This is an optimization exercise on Yosys and OpenROAD, whose aim is small area and a short achievable clock period, not a production implementation.
In this exercise RTL edits were held to simulation tests only and were not proved equivalent to the original.
Power figures rest on the tool's default switching activity, not on a simulated workload.

== harbor ==
==> flow/design.v (excerpt) <==
module tile_fma (
    input  wire        clk,
    input  wire        rst,
    input  wire        in_valid,
    input  wire [31:0] in_a,
    input  wire [31:0] in_b,
    input  wire [31:0] in_c,
    output reg         out_valid,
    output reg  [31:0] out_r
);
export LEC_CHECK = 0
export CAP_MARGIN = 20
export CORE_MARGIN = 2
export CORE_UTILIZATION = 60
export CTS_CLUSTER_DIAMETER = 120
export CTS_CLUSTER_SIZE = 22
export SLEW_MARGIN = 20
create_clock -name core_clock -period 21.0 [get_ports {clk}]
standard.sh (not shown) runs the stock make flow with config.mk's settings and CLKGATE_MAP_FILE= SYNTH_SCRIPT=/design/flow/synth_recipe.tcl, a recipe that flattens the netlist after the stock synthesis.
==> flow/flow/run.sh <==
#!/bin/bash
# Layout flow: the standard ORFS flow (standard.sh) with these changes
# to how the layout is made (the constraints and clock period are the standard flow's):
#  - after the standard synthesis, flow/fapol.py re-chooses the polarity of
#    each full adder (a full adder is self-dual) and of gates that have a
#    complementary twin, to drop most of the inverters that synthesis left
#    between the adders; registers and the logic function are unchanged;
#  - the resizer repairs setup towards a target tighter than the clock
#    period, so that it sizes and buffers the longest pipeline stages;
#  - the port buffers are buf_2 cells.
# Logs: synth.log and layout.log (standard.sh), fapol.log (the netlist
# pass); ORFS keeps each step's log under orfs/logs/.
set -euo pipefail
TARGET_NS=5.25
export SETUP_SLACK_MARGIN=$(awk -v p="$FLOW_PERIOD_NS" -v t="$TARGET_NS" 'BEGIN { printf "%.3f", p - t }')
export BUFFER_PORTS_ARGS="-buffer_cell sky130_fd_sc_hd__buf_2"
echo "SETUP_SLACK_MARGIN=$SETUP_SLACK_MARGIN BUFFER_PORTS_ARGS=$BUFFER_PORTS_ARGS" > flow_settings.log
bash standard.sh synth > synth.log 2>&1
RES=orfs/results/$FLOW_PLATFORM/tile_fma/base
LIB=$FLOW_HOME/platforms/$FLOW_PLATFORM/lib/sky130_fd_sc_hd__tt_025C_1v80.lib
cp $RES/1_2_yosys.v $RES/1_2_yosys.standard.v
python3 flow/fapol.py $LIB $RES/1_2_yosys.standard.v $RES/1_2_yosys.fapol.v > fapol.log 2>&1
cp $RES/1_2_yosys.fapol.v $RES/1_2_yosys.v
rm -f $RES/1_synth.odb $RES/1_synth.sdc
bash standard.sh > layout.log 2>&1
Other scripts of this flow, unchanged in this note and not shown: flow/flow/fapol.py
--- input diff harbor..indigo ---
-- flow/flow/run.sh --
<<< harbor, line 12
# pass); ORFS keeps each step's log under orfs/logs/.
set -euo pipefail
TARGET_NS=5.25
export SETUP_SLACK_MARGIN=$(awk -v p="$FLOW_PERIOD_NS" -v t="$TARGET_NS" 'BEGIN { printf "%.3f", p - t }')
export BUFFER_PORTS_ARGS="-buffer_cell sky130_fd_sc_hd__buf_2"
>>> indigo, line 12
# pass); ORFS keeps each step's log under orfs/logs/.
set -euo pipefail
TARGET_NS=5.2
export SETUP_SLACK_MARGIN=$(awk -v p="$FLOW_PERIOD_NS" -v t="$TARGET_NS" 'BEGIN { printf "%.3f", p - t }')
export BUFFER_PORTS_ARGS="-buffer_cell sky130_fd_sc_hd__buf_2"
-- flow/config.mk --
<<< harbor, line 9
export CORE_MARGIN = 2
export CORE_UTILIZATION = 60
export CTS_CLUSTER_DIAMETER = 120
export CTS_CLUSTER_SIZE = 22
export SLEW_MARGIN = 20
>>> indigo, line 9
export CORE_MARGIN = 2
export CORE_UTILIZATION = 60
export CTS_CLUSTER_DIAMETER = 130
export CTS_CLUSTER_SIZE = 26
export SLEW_MARGIN = 20
Findings:
On indigo: fraction of area in multi-input gates is 0.37 points lower than what harbor gave. Comparing harbor with indigo, the maximum clock frequency came out essentially unchanged. In indigo the clock-buffer cell count turned out about 20% lower than in harbor. Die area came out exactly the same in harbor and indigo. Relative to harbor, the final cell area reported for indigo is higher. Hold slack: indigo vs harbor down 0.0044 ns. Diff harbor -> indigo: register-to-register slack grew by 0.04 ns, worst setup margin shrank by 0.0071 ns. On relative area change from synthesis to final layout: between harbor and indigo, it ends up higher for indigo. Worst hold path stage count: indigo vs harbor identical.


Another version of the RTL of tile_fma (not shown whole).
Size in the first run: ~4,300 cells after synthesis, roughly 410 flip-flops, roughly 130 I/O pins, roughly 39,000 um2 of cells after synthesis.
==> flow/design.v (excerpt) <==
module tile_fma (
    input  wire        clk,
    input  wire        rst,
    input  wire        in_valid,
    input  wire [31:0] in_a,
    input  wire [31:0] in_b,
    input  wire [31:0] in_c,
    output reg         out_valid,
    output reg  [31:0] out_r
);
==> flow/config.mk <==
export PLATFORM = sky130hd
export DESIGN_NAME = tile_fma
export DESIGN_NICKNAME = tile_fma
export VERILOG_FILES = /design/flow/design.v
export SDC_FILE = /design/flow/constraint.sdc
export NUM_CORES = 4
export LEC_CHECK = 0
export CAP_MARGIN = 20
export CORE_MARGIN = 2
export CORE_UTILIZATION = 40
export SLEW_MARGIN = 20
==> flow/constraint.sdc <==
create_clock -name core_clock -period 21.0 [get_ports {clk}]
set_input_delay 4.2000 -clock core_clock [delete_from_list [all_inputs] [get_ports {clk}]]
set_output_delay 4.2000 -clock core_clock [all_outputs]
set_load 0.01 [all_outputs]
==> flow/flow/run.sh <==
#!/bin/bash
# Layout flow: the standard ORFS flow (standard.sh, with its unchanged
# synthesis), with the resizer asked to repair setup down to a tighter
# target than the clock period, so that it sizes and buffers the longest
# pipeline stages. The constraints and clock period are the standard flow's own.
# standard.sh's output goes to layout.log; ORFS keeps each step's log
# under orfs/logs/.
set -euo pipefail
TARGET_NS=${TARGET_NS:-5.3}
export SETUP_SLACK_MARGIN=$(awk -v p="$FLOW_PERIOD_NS" -v t="$TARGET_NS" 'BEGIN { printf "%.3f", p - t }')
echo "SETUP_SLACK_MARGIN=$SETUP_SLACK_MARGIN" > flow_settings.log
bash standard.sh > layout.log 2>&1
The first run went through all stages and came out clean.
Edit:
==> flow/run.sh (new file) <==
#!/bin/bash
# synth_recipe.tcl (not shown) runs the flow's synth.tcl, then flattens the netlist and writes it again
# the make line also repeats each setting of config.mk as NAME=value (left out here)
make -C /OpenROAD-flow-scripts/flow DESIGN_CONFIG=/design/flow/config.mk WORK_HOME=/design/flow/orfs CLKGATE_MAP_FILE= SYNTH_SCRIPT=/design/flow/synth_recipe.tcl finish
removed: flow/flow/run.sh
removed: flow/standard.sh
Effect: The changed run completed without violations; total power shrinks by 0.47%; hold slack is about the same; maximum frequency came out lower by 12%; design area fell by 0.94%.


## wip/violet
RTL: one of the versions met above, not the one the previous note started from.
For scale: roughly 3800 cells after synthesis, about 130 I/O pins.
export LEC_CHECK = 0
export CAP_MARGIN = 20
export CORE_MARGIN = 2
export CORE_UTILIZATION = 70
export CTS_CLUSTER_DIAMETER = 120
export CTS_CLUSTER_SIZE = 22
export SLEW_MARGIN = 20
create_clock -name core_clock -period 21.0 [get_ports {clk}]
==> flow/flow/run.sh <==
#!/bin/bash
# Layout flow: the standard ORFS flow (standard.sh) with these changes
# to how the layout is made (the constraints and clock period are the standard flow's):
#  - after the standard synthesis, flow/fapol.py re-chooses the polarity of
#    each full adder (a full adder is self-dual) and of gates that have a
#    complementary twin, to drop most of the inverters that synthesis left
#    between the adders; registers and the logic function are unchanged;
#  - the resizer repairs setup towards a target tighter than the clock
#    period, so that it sizes and buffers the longest pipeline stages;
#  - the port buffers are buf_2 cells.
# Logs: synth.log and layout.log (standard.sh), fapol.log (the netlist
# pass); ORFS keeps each step's log under orfs/logs/.
set -euo pipefail
TARGET_NS=5.2
export SETUP_SLACK_MARGIN=$(awk -v p="$FLOW_PERIOD_NS" -v t="$TARGET_NS" 'BEGIN { printf "%.3f", p - t }')
export BUFFER_PORTS_ARGS="-buffer_cell sky130_fd_sc_hd__buf_2"
echo "SETUP_SLACK_MARGIN=$SETUP_SLACK_MARGIN BUFFER_PORTS_ARGS=$BUFFER_PORTS_ARGS" > flow_settings.log
bash standard.sh synth > synth.log 2>&1
RES=orfs/results/$FLOW_PLATFORM/tile_fma/base
LIB=$FLOW_HOME/platforms/$FLOW_PLATFORM/lib/sky130_fd_sc_hd__tt_025C_1v80.lib
cp $RES/1_2_yosys.v $RES/1_2_yosys.standard.v
python3 flow/fapol.py $LIB $RES/1_2_yosys.standard.v $RES/1_2_yosys.fapol.v > fapol.log 2>&1
cp $RES/1_2_yosys.fapol.v $RES/1_2_yosys.v
rm -f $RES/1_synth.odb $RES/1_synth.sdc
bash standard.sh > layout.log 2>&1
Other scripts of this flow, unchanged in this note and not shown: flow/flow/fapol.py
The log for wip/violet ends in global routing with error GRT-0232, so the run never completed.
Input-level comparison between wip/pepper and wip/violet:
# wip/violet
export LEC_CHECK = 0
export CAP_MARGIN = 20
export CORE_MARGIN = 2
export CORE_UTILIZATION = 70
export CTS_CLUSTER_DIAMETER = 120
export CTS_CLUSTER_SIZE = 22
export SLEW_MARGIN = 20
create_clock -name core_clock -period 21.0 [get_ports {clk}]
# wip/pepper
export LEC_CHECK = 0
export CAP_MARGIN = 20
export CORE_MARGIN = 2
export CORE_UTILIZATION = 60
export SLEW_MARGIN = 20
create_clock -name core_clock -period 21.0 [get_ports {clk}]
diff --git a/flow/flow/run.sh b/flow/flow/run.sh
--- a/flow/flow/run.sh
+++ b/flow/flow/run.sh
@@ -13,3 +13,3 @@
 set -euo pipefail
-TARGET_NS=5.2
+TARGET_NS=5.3
 export SETUP_SLACK_MARGIN=$(awk -v p="$FLOW_PERIOD_NS" -v t="$TARGET_NS" 'BEGIN { printf "%.3f", p - t }')
==> run notes <==
Every run in wip/pepper and wip/violet closed cleanly, with the single exception of wip/violet. wip/violet terminated abnormally: global routing reported GRT-0232. In the tables for wip/pepper and wip/violet, horizontal die dimension reads lower with wip/violet. Going from wip/violet to wip/pepper, effective utilization at floorplan shrinks by 9.6 points. ~same total of hold buffers inserted after clock tree synthesis in wip/pepper and wip/violet. Compared to wip/violet, wip/pepper has pre-CTS worst setup slack 59 ps higher. Measured against each other, wip/pepper and wip/violet differ in total placed instance area, the lower figure coming from wip/violet. Relative to wip/violet, the number of levels in the clock H-tree of wip/pepper is higher by 1.

separate check: timing with driven ports:
No port has a modelled driver above. Below, the same layouts with a new extraction and two added sets of constraints.
Step 1 sets driving cells, clkbuf_16 on the clock port and buf_2 on the other inputs (assumed; they add their load-dependent delay and slew).
Step 2 moves the port delays by t, midway between the first and last clock arrival at a register: inputs arrive t later, outputs are due t later. That takes back most of the time a late clock gives input paths.
Slacks: ideal / step 1 / step 2; pairs: ideal / step 1.
| run | t, ns | setup WS [ns] | hold WS [ns] | worst register clock-pin slew, ns | cell pins on the clock port's net |
|---|---|---|---|---|---|
| harbor | 0.649 | 15.767 / 15.704 / 15.200 | 0.333 / 0.333 / 0.333 | 0.10 / 0.10 | 1 |
| indigo | 0.655 | 15.760 / 15.694 / 15.216 | 0.328 / 0.328 / 0.328 | 0.11 / 0.11 | 1 |
| the first run of note 2 | 0.706 | 15.707 / 15.639 / 15.772 | 0.305 / 0.305 / 0.305 | 0.07 / 0.07 | 1 |
| the second run of note 2 | 0.706 | 15.006 / 15.006 / 15.006 | 0.305 / 0.305 / 0.305 | 0.07 / 0.07 | 1 |
| wip/pepper | 0.661 | 15.734 / 15.666 / 15.179 | 0.322 / 0.322 / 0.322 | 0.07 / 0.07 | 1 |
After both steps setup and hold are still met in every run listed. For harbor, which loses most, drivers alone change the setup slack by -0.063 ns; drivers and shift together by -0.567 ns.
